Context: an optimization exercise on an open-source flow, tuned for small area and a short achievable clock period. The choices shown serve that exercise and are no tape-out recipe. In this exercise RTL edits were held to simulation tests only and were not proved equivalent to the original. Power and IR drop assume default switching activity.

Setup of fjord:
==> module requant_shift_hi, before the edit <==
module requant_shift_hi (
    input  wire [62:0] ra,
    input  wire [62:0] rb,
    input  wire [2:0]  shift,      
    output wire [23:0] y,          
    output wire        s,          
    output wire        big,
    output wire        st
);
    wire [62:0] p;
    requant_add_bk #(.W(63)) u_add (.a(ra), .b(rb), .s(p));
    assign s = p[62];
    wire [63:0] x0 = {p, 1'b0};
    wire [47:0] y5  = shift[2] ? {{16{s}}, x0[63:32]} : x0[47:0];
    wire        b5  = ~shift[2] & (|(x0[62:48] ^ {15{s}}));
    wire        st5 = shift[2] & (|x0[31:0]);
    wire [31:0] y4  = shift[1] ? y5[47:16] : y5[31:0];
    wire        b4  = b5 | (~shift[1] & (|(y5[47:32] ^ {16{s}})));
    wire        st4 = st5 | (shift[1] & (|y5[15:0]));
    assign y   = shift[0] ? y4[31:8] : y4[23:0];
    assign big = b4 | (~shift[0] & (|(y4[31:24] ^ {8{s}})));
    assign st  = st4 | (shift[0] & (|y4[7:0]));
endmodule
==> module requant_add_bk, before the edit <==
module requant_add_bk #(
    parameter W = 63
) (
    input  wire [W-1:0] a,
    input  wire [W-1:0] b,
    output wire [W-1:0] s
);
    localparam L = 6;                  
    wire [W-1:0] g0 = a & b;
    wire [W-1:0] p0 = a ^ b;
    wire [W-1:0] gu [0:L];
    wire [W-1:0] pu [0:L];
    assign gu[0] = g0;
    assign pu[0] = p0;
    genvar k, i;
    generate
        for (k = 0; k < L; k = k + 1) begin : up
            for (i = 0; i < W; i = i + 1) begin : n
                if ((i + 1) % (2 << k) == 0) begin : c
                    assign gu[k+1][i] = gu[k][i] | (pu[k][i] & gu[k][i - (1 << k)]);
                    assign pu[k+1][i] = pu[k][i] & pu[k][i - (1 << k)];
                end else begin : t
                    assign gu[k+1][i] = gu[k][i];
                    assign pu[k+1][i] = pu[k][i];
                end
            end
        end
    endgenerate
    wire [W-1:0] gd [0:L];
    assign gd[L] = gu[L];
    generate
        for (k = L - 1; k >= 1; k = k - 1) begin : dn
            for (i = 0; i < W; i = i + 1) begin : n
                if ((i + 1) % (1 << k) == (1 << (k - 1)) && i >= (1 << k)) begin : c
                    assign gd[k][i] = gd[k+1][i] | (pu[k-1][i] & gd[k+1][i - (1 << (k - 1))]);
                end else begin : t
                    assign gd[k][i] = gd[k+1][i];
                end
            end
        end
    endgenerate
    assign s = p0 ^ {gd[1][W-2:0], 1'b0};
endmodule
Settings: LEC_CHECK=0, ABC_AREA=1, CAP_MARGIN=20, CORE_MARGIN=2, CORE_UTILIZATION=40, PLACE_DENSITY=0.6, SLEW_MARGIN=20; clock period 22.0 ns.
run.sh (not shown) runs the stock make flow with config.mk's settings and CLKGATE_MAP_FILE= SYNTH_SCRIPT=/design/flow/synth_recipe.tcl, a recipe that flattens the netlist after the stock synthesis.
fjord was carried through to the last stage, and its layout satisfied the timing, design-rule and antenna checks.
--- input diff fjord..xenon ---
--- a/flow/design.v
+++ b/flow/design.v
@@ -37,8 +37,7 @@
     output wire        big,
     output wire        st
 );
-    wire [62:0] p;
-    requant_add_bk #(.W(63)) u_add (.a(ra), .b(rb), .s(p));
+    wire [62:0] p  = ra + rb;
     assign s = p[62];
     wire [63:0] x0 = {p, 1'b0};
     wire [47:0] y5  = shift[2] ? {{16{s}}, x0[63:32]} : x0[47:0];
@@ -86,49 +85,6 @@
     assign q   = (fmt == 2'd0) ? {12'd0, v[3:0]} :
                  (fmt == 2'd3) ? v : {8'd0, v[7:0]};
 endmodule
-module requant_add_bk #(
-    parameter W = 63
-) (
-    input  wire [W-1:0] a,
-    input  wire [W-1:0] b,
-    output wire [W-1:0] s
-);
-    localparam L = 6;                  
-    wire [W-1:0] g0 = a & b;
-    wire [W-1:0] p0 = a ^ b;
-    wire [W-1:0] gu [0:L];
-    wire [W-1:0] pu [0:L];
-    assign gu[0] = g0;
-    assign pu[0] = p0;
-    genvar k, i;
-    generate
-        for (k = 0; k < L; k = k + 1) begin : up
-            for (i = 0; i < W; i = i + 1) begin : n
-                if ((i + 1) % (2 << k) == 0) begin : c
-                    assign gu[k+1][i] = gu[k][i] | (pu[k][i] & gu[k][i - (1 << k)]);
-                    assign pu[k+1][i] = pu[k][i] & pu[k][i - (1 << k)];
-                end else begin : t
-                    assign gu[k+1][i] = gu[k][i];
-                    assign pu[k+1][i] = pu[k][i];
-                end
-            end
-        end
-    endgenerate
-    wire [W-1:0] gd [0:L];
-    assign gd[L] = gu[L];
-    generate
-        for (k = L - 1; k >= 1; k = k - 1) begin : dn
-            for (i = 0; i < W; i = i + 1) begin : n
-                if ((i + 1) % (1 << k) == (1 << (k - 1)) && i >= (1 << k)) begin : c
-                    assign gd[k][i] = gd[k+1][i] | (pu[k-1][i] & gd[k+1][i - (1 << (k - 1))]);
-                end else begin : t
-                    assign gd[k][i] = gd[k+1][i];
-                end
-            end
-        end
-    endgenerate
-    assign s = p0 ^ {gd[1][W-2:0], 1'b0};
-endmodule
 module requant_mul (
     input  wire [31:0] a,
     input  wire [30:0] m,
### Flow results
- mult1[40] as the launch point of the critical path was reported by xenon, and out_q[24] by fjord.
- Lower synthesized netlist cell count was reported by fjord, not xenon.
- fjord has a lower count of buffering cells on the critical path with inverters included than xenon.
- Between xenon and fjord, met1 demand-to-capacity share in global routing is higher for xenon, fjord comes in under that.
- Compared with fjord, in xenon top achievable clock speed lost 0.0090 GHz; non-filler instance count after layout picked up an extra 2292.
- | setup skew after layout | xenon vs fjord | 0.021 ns higher |
- Worst slack at placement is lower on fjord
- xenon against fjord: portion of total power attributed to combinational logic higher, final-layout worst hold slack shrank by 0.014 ns, routed length on met2 increased by about 16% relative to the old numbers, overall track demand over capacity in global routing up 2.0 points.
- Of the two values seen for most common cell after layout, fill and taps aside, inv_1 was produced by fjord and nand2_1 by xenon.
- Share of the yosys chip area belonging to registers is lower on xenon


Setup of the baseline:
requant_epilogue, a different RTL version from the one above (not shown whole).
For scale: roughly 710 flip-flops, roughly 240 I/O pins, roughly 70000 µm² of cells after synthesis.
==> module requant_lane, before the edit <==
module requant_lane (
    input  wire        [15:0] fl,         
    input  wire               s,          
    input  wire               big,        
    input  wire               rnd,        
    input  wire signed [15:0] zp,         
    input  wire        [1:0]  fmt,        
    input  wire signed [15:0] slo,
    input  wire signed [15:0] shi,
    input  wire               empty,
    output wire        [15:0] q,          
    output wire               sat         
);
    wire signed [17:0] r  = $signed({s, fl}) + $signed({17'd0, rnd});
    wire signed [17:0] lz = $signed({{2{slo[15]}}, slo}) - $signed({{2{zp[15]}}, zp});
    wire signed [17:0] hz = $signed({{2{shi[15]}}, shi}) - $signed({{2{zp[15]}}, zp});
    wire [15:0] qz = r[15:0] + zp;
    wire lt = big ? s  : (r < lz);
    wire gt = big ? ~s : (r > hz);
    wire [15:0] v = lt ? slo : gt ? shi : qz;
    assign sat = empty | lt | gt;
    assign q   = (fmt == 2'd0) ? {12'd0, v[3:0]} :
                 (fmt == 2'd3) ? v : {8'd0, v[7:0]};
endmodule
Settings: LEC_CHECK=0, ABC_AREA=1, CAP_MARGIN=20, CORE_MARGIN=2, CORE_UTILIZATION=55, CTS_CLUSTER_DIAMETER=120, CTS_CLUSTER_SIZE=20, PLACE_DENSITY=0.7, SLEW_MARGIN=20; clock period 22.0 ns.
standard.sh (not shown) runs the stock make flow with config.mk's settings and CLKGATE_MAP_FILE= SYNTH_SCRIPT=/design/flow/synth_recipe.tcl, a recipe that flattens the netlist after the stock synthesis.
==> flow/flow/run.sh <==
#!/bin/bash
# Layout flow: the standard.sh (ORFS from synthesis to finish) with two
# changes, each one setting:
#  - synthesis runs flow/synth_noabc.tcl, which is synth_recipe.tcl with
#    Yosys's synth told -noabc, so that extract_fa maps the RTL's full adders
#    as written (ORFS's own abc mapping still runs after it);
#  - the ports are buffered with buf_2 instead of the delay buffer that
#    buffer_ports picks by default.
# standard.sh's output goes to flow_standard.log; ORFS keeps each step's
# log under orfs/logs.
set -euo pipefail
here=$(pwd)
sed "s#SYNTH_SCRIPT=[^ ]*synth_recipe.tcl#SYNTH_SCRIPT=$here/flow/synth_noabc.tcl#" standard.sh > flow_standard.sh
grep -q "SYNTH_SCRIPT=$here/flow/synth_noabc.tcl" flow_standard.sh
export BUFFER_PORTS_ARGS="-buffer_cell sky130_fd_sc_hd__buf_2"
bash flow_standard.sh > flow_standard.log 2>&1
==> flow/flow/synth_noabc.tcl <==
# synth_recipe.tcl with one change: Yosys's synth skips its abc -fast pass
# (-noabc), so extract_fa sees the full adders as the RTL writes them rather
# than after abc has re-mapped them (which leaves inverters between them).
# ORFS's own abc mapping, after the adders are extracted, still runs.
proc synth {args} { yosys synth -nofsm -noshare -noabc {*}$args }
source $::env(SCRIPTS_DIR)/synth.tcl
# left out here: clear keep_hierarchy, flatten, clean up, hide names made inside functions, write 1_2_yosys.v
The baseline: done, clean on timing, DRC and antenna
Modified inputs, the candidate compared to the baseline
--- a/flow/design.v
+++ b/flow/design.v
@@ -76,11 +76,25 @@
     output wire               sat         
 );
-    wire signed [17:0] r  = $signed({s, fl}) + $signed({17'd0, rnd});
-    wire signed [17:0] lz = $signed({{2{slo[15]}}, slo}) - $signed({{2{zp[15]}}, zp});
-    wire signed [17:0] hz = $signed({{2{shi[15]}}, shi}) - $signed({{2{zp[15]}}, zp});
-    wire [15:0] qz = r[15:0] + zp;
-    wire lt = big ? s  : (r < lz);
-    wire gt = big ? ~s : (r > hz);
-    wire [15:0] v = lt ? slo : gt ? shi : qz;
+    wire [18:0] qc;
+    requant_add_bk #(.W(19)) u_q (
+        .a ({s, s, fl, rnd}),
+        .b ({{2{zp[15]}}, zp, rnd}),
+        .s (qc)
+    );
+    wire [17:0] qz = qc[18:1];
+    wire [17:0] dlo, dhi;
+    requant_add_bk #(.W(18)) u_lo (
+        .a ({{2{slo[15]}}, slo}),
+        .b (~qz),
+        .s (dlo)
+    );
+    requant_add_bk #(.W(18)) u_hi (
+        .a (qz),
+        .b (~{{2{shi[15]}}, shi}),
+        .s (dhi)
+    );
+    wire lt = big ? s  : ~dlo[17];
+    wire gt = big ? ~s : ~dhi[17];
+    wire [15:0] v = lt ? slo : gt ? shi : qz[15:0];
     assign sat = empty | lt | gt;
     assign q   = (fmt == 2'd0) ? {12'd0, v[3:0]} :
--- outcome ---
- | total instance count after detailed placement | the candidate vs the baseline | 435 lower |
- In the metrics for the baseline and the candidate, the one carrying the lower count of filler cells inserted in the layout is the candidate.
- Clock-buffer cell count up about 6.5% in the candidate wrt the baseline
- Of the two candidates, the baseline has the worse die area and the candidate the better one.
- Summary of the candidate over the baseline: relative slew slack moved up, synthesized cell count now smaller.
- In the candidate relative to the baseline, total power of the final layout had gone down by a little under 10%.


requant_epilogue, a different RTL version from the one above (not shown whole).
Size in the first run: about 7,200 cells after synthesis, ~680 flip-flops, about 240 I/O pins.
==> module requant_shift_hi, before the edit <==
module requant_shift_hi (
    input  wire [62:16] ra,        
    input  wire [62:16] rb,
    input  wire        cin,        
    input  wire [15:0] lo,         
    input  wire [5:0]  shift,      
    output wire [15:0] fl,         
    output wire        s,          
    output wire        big,
    output wire        rnd         
);
    wire [47:0] hc;
    requant_add_bk #(.W(48)) u_add (.a({ra, cin}), .b({rb, cin}), .s(hc));
    wire [62:0] p = {hc[47:1], lo};
    assign s = p[62];
    wire [63:0] x0 = {p, 1'b0};
    wire [47:0] y5  = shift[5] ? {{16{s}}, x0[63:32]} : x0[47:0];
    wire        b5  = ~shift[5] & (|(x0[62:48] ^ {15{s}}));
    wire        st5 = shift[5] & (|x0[31:0]);
    wire [31:0] y4  = shift[4] ? y5[47:16] : y5[31:0];
    wire        b4  = b5 | (~shift[4] & (|(y5[47:32] ^ {16{s}})));
    wire        st4 = st5 | (shift[4] & (|y5[15:0]));
    wire [23:0] y3  = shift[3] ? y4[31:8] : y4[23:0];
    wire        b3  = b4 | (~shift[3] & (|(y4[31:24] ^ {8{s}})));
    wire        st3 = st4 | (shift[3] & (|y4[7:0]));
    wire [19:0] y2  = shift[2] ? y3[23:4] : y3[19:0];
    wire        b2  = b3 | (~shift[2] & (|(y3[23:20] ^ {4{s}})));
    wire        st2 = st3 | (shift[2] & (|y3[3:0]));
    wire [17:0] y1  = shift[1] ? y2[19:2] : y2[17:0];
    wire        b1  = b2 | (~shift[1] & (|(y2[19:18] ^ {2{s}})));
    wire        st1 = st2 | (shift[1] & (|y2[1:0]));
    wire [16:0] w   = shift[0] ? y1[17:1] : y1[16:0];
    wire        stk = st1 | (shift[0] & y1[0]);
    assign big = b1 | (~shift[0] & (y1[17] ^ s));
    assign fl  = w[16:1];
    assign rnd = w[0] & (stk | w[1]);
endmodule
==> module requant_epilogue, before the edit <==
module requant_epilogue #(
    parameter LANES = 2
) (
    input  wire                clk,
    input  wire                rst,
    input  wire                in_valid,
    input  wire [32*LANES-1:0] acc,
    input  wire [31*LANES-1:0] mult,
    input  wire [6*LANES-1:0]  shift,
    input  wire [16*LANES-1:0] zp,
    input  wire [1:0]          fmt,
    input  wire [15:0]         clamp_lo,
    input  wire [15:0]         clamp_hi,
    output reg                 out_valid,
    output reg  [16*LANES-1:0] out_q,
    output reg  [LANES-1:0]    out_sat
);
    genvar i;
    reg                v1;
    reg [32*LANES-1:0] acc1;
    reg [16*LANES-1:0] one1, two1;
    reg [15*LANES-1:0] neg1;
    reg [6*LANES-1:0]  sh1;
    reg [16*LANES-1:0] zp1;
    reg [1:0]          fmt1;
    reg [15:0]         lo1, hi1;
    wire [16*LANES-1:0] one_w, two_w;
    wire [15*LANES-1:0] neg_w;
    generate
        for (i = 0; i < LANES; i = i + 1) begin : enc
            requant_booth u_enc (
                .m   (mult[31*i +: 31]),
                .one (one_w[16*i +: 16]),
                .two (two_w[16*i +: 16]),
                .neg (neg_w[15*i +: 15])
            );
        end
    endgenerate
    always @(posedge clk) begin
        if (rst) v1 <= 1'b0;
        else     v1 <= in_valid;
        acc1  <= acc;
        one1  <= one_w;
        two1  <= two_w;
        neg1  <= neg_w;
        sh1   <= shift;
        zp1   <= zp;
        fmt1  <= fmt;
        lo1   <= clamp_lo;
        hi1   <= clamp_hi;
    end
    wire [15:0] slo_w, shi_w;
    wire        emp_w;
    requant_window u_win (
        .fmt(fmt1), .clamp_lo(lo1), .clamp_hi(hi1),
        .slo(slo_w), .shi(shi_w), .empty(emp_w)
    );
    wire [63*LANES-1:0] ra_w, rb_w;
    wire [17*LANES-1:0] lo_w;            
    generate
        for (i = 0; i < LANES; i = i + 1) begin : mul
            requant_mul u_mul (
                .a   (acc1[32*i +: 32]),
                .one (one1[16*i +: 16]),
                .two (two1[16*i +: 16]),
                .neg (neg1[15*i +: 15]),
                .ra  (ra_w[63*i +: 63]),
                .rb  (rb_w[63*i +: 63])
            );
            requant_add_bk #(.W(17)) u_lo (
                .a ({1'b0, ra_w[63*i +: 16]}),
                .b ({1'b0, rb_w[63*i +: 16]}),
                .s (lo_w[17*i +: 17])
            );
        end
    endgenerate
    integer k;
    reg                v2;
    reg [47*LANES-1:0] ra2, rb2;         
    reg [17*LANES-1:0] lo2;
    reg [6*LANES-1:0]  sh2;
    reg [16*LANES-1:0] zp2;
    reg [1:0]          fmt2;
    reg [15:0]         slo2, shi2;
    reg                emp2;
    always @(posedge clk) begin
        if (rst) v2 <= 1'b0;
        else     v2 <= v1;
        for (k = 0; k < LANES; k = k + 1) begin
            ra2[47*k +: 47] <= ra_w[63*k+16 +: 47];
            rb2[47*k +: 47] <= rb_w[63*k+16 +: 47];
        end
        lo2  <= lo_w;
        sh2  <= sh1;
        zp2  <= zp1;
        fmt2 <= fmt1;
        slo2 <= slo_w;
        shi2 <= shi_w;
        emp2 <= emp_w;
    end
    wire [16*LANES-1:0] fl_w;
    wire [LANES-1:0]    s_w, big_w, rnd_w;
    generate
        for (i = 0; i < LANES; i = i + 1) begin : sha
            requant_shift_hi u_sh (
                .ra    (ra2[47*i +: 47]),
                .rb    (rb2[47*i +: 47]),
                .cin   (lo2[17*i+16]),
                .lo    (lo2[17*i +: 16]),
                .shift (sh2[6*i +: 6]),
                .fl    (fl_w[16*i +: 16]),
                .s     (s_w[i]),
                .big   (big_w[i]),
                .rnd   (rnd_w[i])
            );
        end
    endgenerate
    reg                v3;
    reg [16*LANES-1:0] fl3;
    reg [LANES-1:0]    s3, big3, rnd3;
    reg [16*LANES-1:0] zp3;
    reg [1:0]          fmt3;
    reg [15:0]         slo3, shi3;
    reg                emp3;
    always @(posedge clk) begin
        if (rst) v3 <= 1'b0;
        else     v3 <= v2;
        fl3  <= fl_w;
        s3   <= s_w;
        big3 <= big_w;
        rnd3 <= rnd_w;
        zp3  <= zp2;
        fmt3 <= fmt2;
        slo3 <= slo2;
        shi3 <= shi2;
        emp3 <= emp2;
    end
    wire [16*LANES-1:0] q_w;
    wire [LANES-1:0]    sat_w;
    generate
        for (i = 0; i < LANES; i = i + 1) begin : lane
            requant_lane u_lane (
                .fl    (fl3[16*i +: 16]),
                .s     (s3[i]),
                .big   (big3[i]),
                .rnd   (rnd3[i]),
                .zp    (zp3[16*i +: 16]),
                .fmt   (fmt3),
                .slo   (slo3),
                .shi   (shi3),
                .empty (emp3),
                .q     (q_w[16*i +: 16]),
                .sat   (sat_w[i])
            );
        end
    endgenerate
    always @(posedge clk) begin
        if (rst) out_valid <= 1'b0;
        else     out_valid <= v3;
        out_q   <= q_w;
        out_sat <= sat_w;
    end
endmodule
export LEC_CHECK = 0
export ABC_AREA = 1
export CAP_MARGIN = 20
export CORE_MARGIN = 2
export CORE_UTILIZATION = 55
export CTS_CLUSTER_DIAMETER = 120
export CTS_CLUSTER_SIZE = 20
export PLACE_DENSITY = 0.7
export SLEW_MARGIN = 20
create_clock -name core_clock -period 22.0 [get_ports {clk}]
==> flow/flow/run.sh <==
#!/bin/bash
# Layout flow: the standard.sh (ORFS from synthesis to finish) with
# these changes:
#  - synthesis runs flow/synth_noabc.tcl, which is synth_recipe.tcl with
#    Yosys's synth told -noabc, so that extract_fa maps the RTL's full adders
#    as written (ORFS's own abc mapping still runs after it);
#  - the ports are buffered with buf_1 instead of the delay buffer that
#    buffer_ports picks by default, and flow/post_gp.tcl (run after global
#    placement) makes the output ports' buffers buf_4 and the output
#    registers dfxtp_2;
#  - clock tree synthesis (CTS_ARGS) clusters up to 20 sinks within 120 um
#    per leaf buffer, as config.mk's CTS_CLUSTER_SIZE and
#    CTS_CLUSTER_DIAMETER ask, and adds no dummy loads.
# standard.sh's output goes to flow_standard.log; ORFS keeps each step's
# log under orfs/logs.
set -euo pipefail
here=$(pwd)
sed "s#SYNTH_SCRIPT=[^ ]*synth_recipe.tcl#SYNTH_SCRIPT=$here/flow/synth_noabc.tcl#" standard.sh > flow_standard.sh
grep -q "SYNTH_SCRIPT=$here/flow/synth_noabc.tcl" flow_standard.sh
export BUFFER_PORTS_ARGS="-buffer_cell sky130_fd_sc_hd__buf_1"
export POST_GLOBAL_PLACE_TCL="$here/flow/post_gp.tcl"
export CTS_ARGS="-sink_clustering_enable -repair_clock_nets -sink_clustering_size 20 -sink_clustering_max_diameter 120 -dont_use_dummy_load"
bash flow_standard.sh > flow_standard.log 2>&1
==> flow/flow/post_gp.tcl <==
# Run after global placement (POST_GLOBAL_PLACE_TCL). buffer_ports gave
# every port a buf_1; the outputs, which the output registers drive to the
# die edge, get a buf_4 instead, and the output registers drive strength 2.
foreach inst [get_cells output*] {
  replace_cell $inst sky130_fd_sc_hd__buf_4
}
foreach inst [get_cells {out_q* out_sat* out_valid*}] {
  if {[get_property [get_lib_cells -of_objects $inst] name] == "sky130_fd_sc_hd__dfxtp_1"} {
    replace_cell $inst sky130_fd_sc_hd__dfxtp_2
  }
}
Scripts as last shown in full above: flow/flow/synth_noabc.tcl
==> next run, changes <==
--- a/flow/design.v
+++ b/flow/design.v
@@ -30,8 +30,6 @@
 endmodule
 module requant_shift_hi (
-    input  wire [62:16] ra,        
-    input  wire [62:16] rb,
-    input  wire        cin,        
-    input  wire [15:0] lo,         
+    input  wire [62:0] ra,
+    input  wire [62:0] rb,
     input  wire [5:0]  shift,      
     output wire [15:0] fl,         
@@ -40,7 +38,6 @@
     output wire        rnd         
 );
-    wire [47:0] hc;
-    requant_add_bk #(.W(48)) u_add (.a({ra, cin}), .b({rb, cin}), .s(hc));
-    wire [62:0] p = {hc[47:1], lo};
+    wire [62:0] p;
+    requant_add_bk #(.W(63)) u_add (.a(ra), .b(rb), .s(p));
     assign s = p[62];
     wire [63:0] x0 = {p, 1'b0};
@@ -2306,5 +2303,4 @@
     );
     wire [63*LANES-1:0] ra_w, rb_w;
-    wire [17*LANES-1:0] lo_w;            
     generate
         for (i = 0; i < LANES; i = i + 1) begin : mul
@@ -2317,15 +2313,8 @@
                 .rb  (rb_w[63*i +: 63])
             );
-            requant_add_bk #(.W(17)) u_lo (
-                .a ({1'b0, ra_w[63*i +: 16]}),
-                .b ({1'b0, rb_w[63*i +: 16]}),
-                .s (lo_w[17*i +: 17])
-            );
         end
     endgenerate
-    integer k;
     reg                v2;
-    reg [47*LANES-1:0] ra2, rb2;         
-    reg [17*LANES-1:0] lo2;
+    reg [63*LANES-1:0] ra2, rb2;
     reg [6*LANES-1:0]  sh2;
     reg [16*LANES-1:0] zp2;
@@ -2336,9 +2325,6 @@
         if (rst) v2 <= 1'b0;
         else     v2 <= v1;
-        for (k = 0; k < LANES; k = k + 1) begin
-            ra2[47*k +: 47] <= ra_w[63*k+16 +: 47];
-            rb2[47*k +: 47] <= rb_w[63*k+16 +: 47];
-        end
-        lo2  <= lo_w;
+        ra2  <= ra_w;
+        rb2  <= rb_w;
         sh2  <= sh1;
         zp2  <= zp1;
@@ -2353,8 +2339,6 @@
         for (i = 0; i < LANES; i = i + 1) begin : sha
             requant_shift_hi u_sh (
-                .ra    (ra2[47*i +: 47]),
-                .rb    (rb2[47*i +: 47]),
-                .cin   (lo2[17*i+16]),
-                .lo    (lo2[17*i +: 16]),
+                .ra    (ra2[63*i +: 63]),
+                .rb    (rb2[63*i +: 63]),
                 .shift (sh2[6*i +: 6]),
                 .fl    (fl_w[16*i +: 16]),
Effect:
- maximum frequency goes up by about 0.6%
- critical path depth does not change
- hold slack is better by 33 ps
- clock-buffer cell count goes down by 1
- global-route usage goes up by 0.12 points
- sequential share of layout area goes up by 0.53 points
- power goes down by about 6%
- synthesized area goes up by 1.4%
- final area goes up by 1.4%
- routed wire length goes up by 1.1%

==> static timing again, ports no longer ideal <==
How much do the figures lean on ideal ports? The routed layouts below were timed once more, with nothing changed but the port constraints.
Step 1: set_driving_cell puts a clkbuf_16 on clk and a buf_2 on each other input, an assumption about the parent block.
Step 2 moves the port delays by t, midway between the first and last clock arrival at a register: inputs arrive t later, outputs are due t later. That takes back most of the time a late clock gives input paths.
Slacks: ideal / step 1 / step 2; pairs: ideal / step 1.
| run | t (ns) | setup WS [ns] | worst hold slack (ns) |
|---|---|---|---|
| fjord | 0.823 | 15.835 / 15.748 / 15.850 | 0.314 / 0.314 / 0.314 |
| xenon | 0.829 | 15.475 / 15.475 / 15.475 | 0.300 / 0.300 / 0.300 |
| the baseline | 0.760 | 16.261 / 16.261 / 16.261 | 0.316 / 0.316 / 0.316 |
| the candidate | 0.774 | 16.464 / 16.382 / 16.939 | 0.324 / 0.324 / 0.324 |
| the first run of note 3 | 0.722 | 16.453 / 16.374 / 16.487 | 0.292 / 0.292 / 0.292 |
| the second run of note 3 | 0.706 | 16.486 / 16.407 / 16.801 | 0.325 / 0.325 / 0.325 |
After both steps every run listed still meets setup and hold.
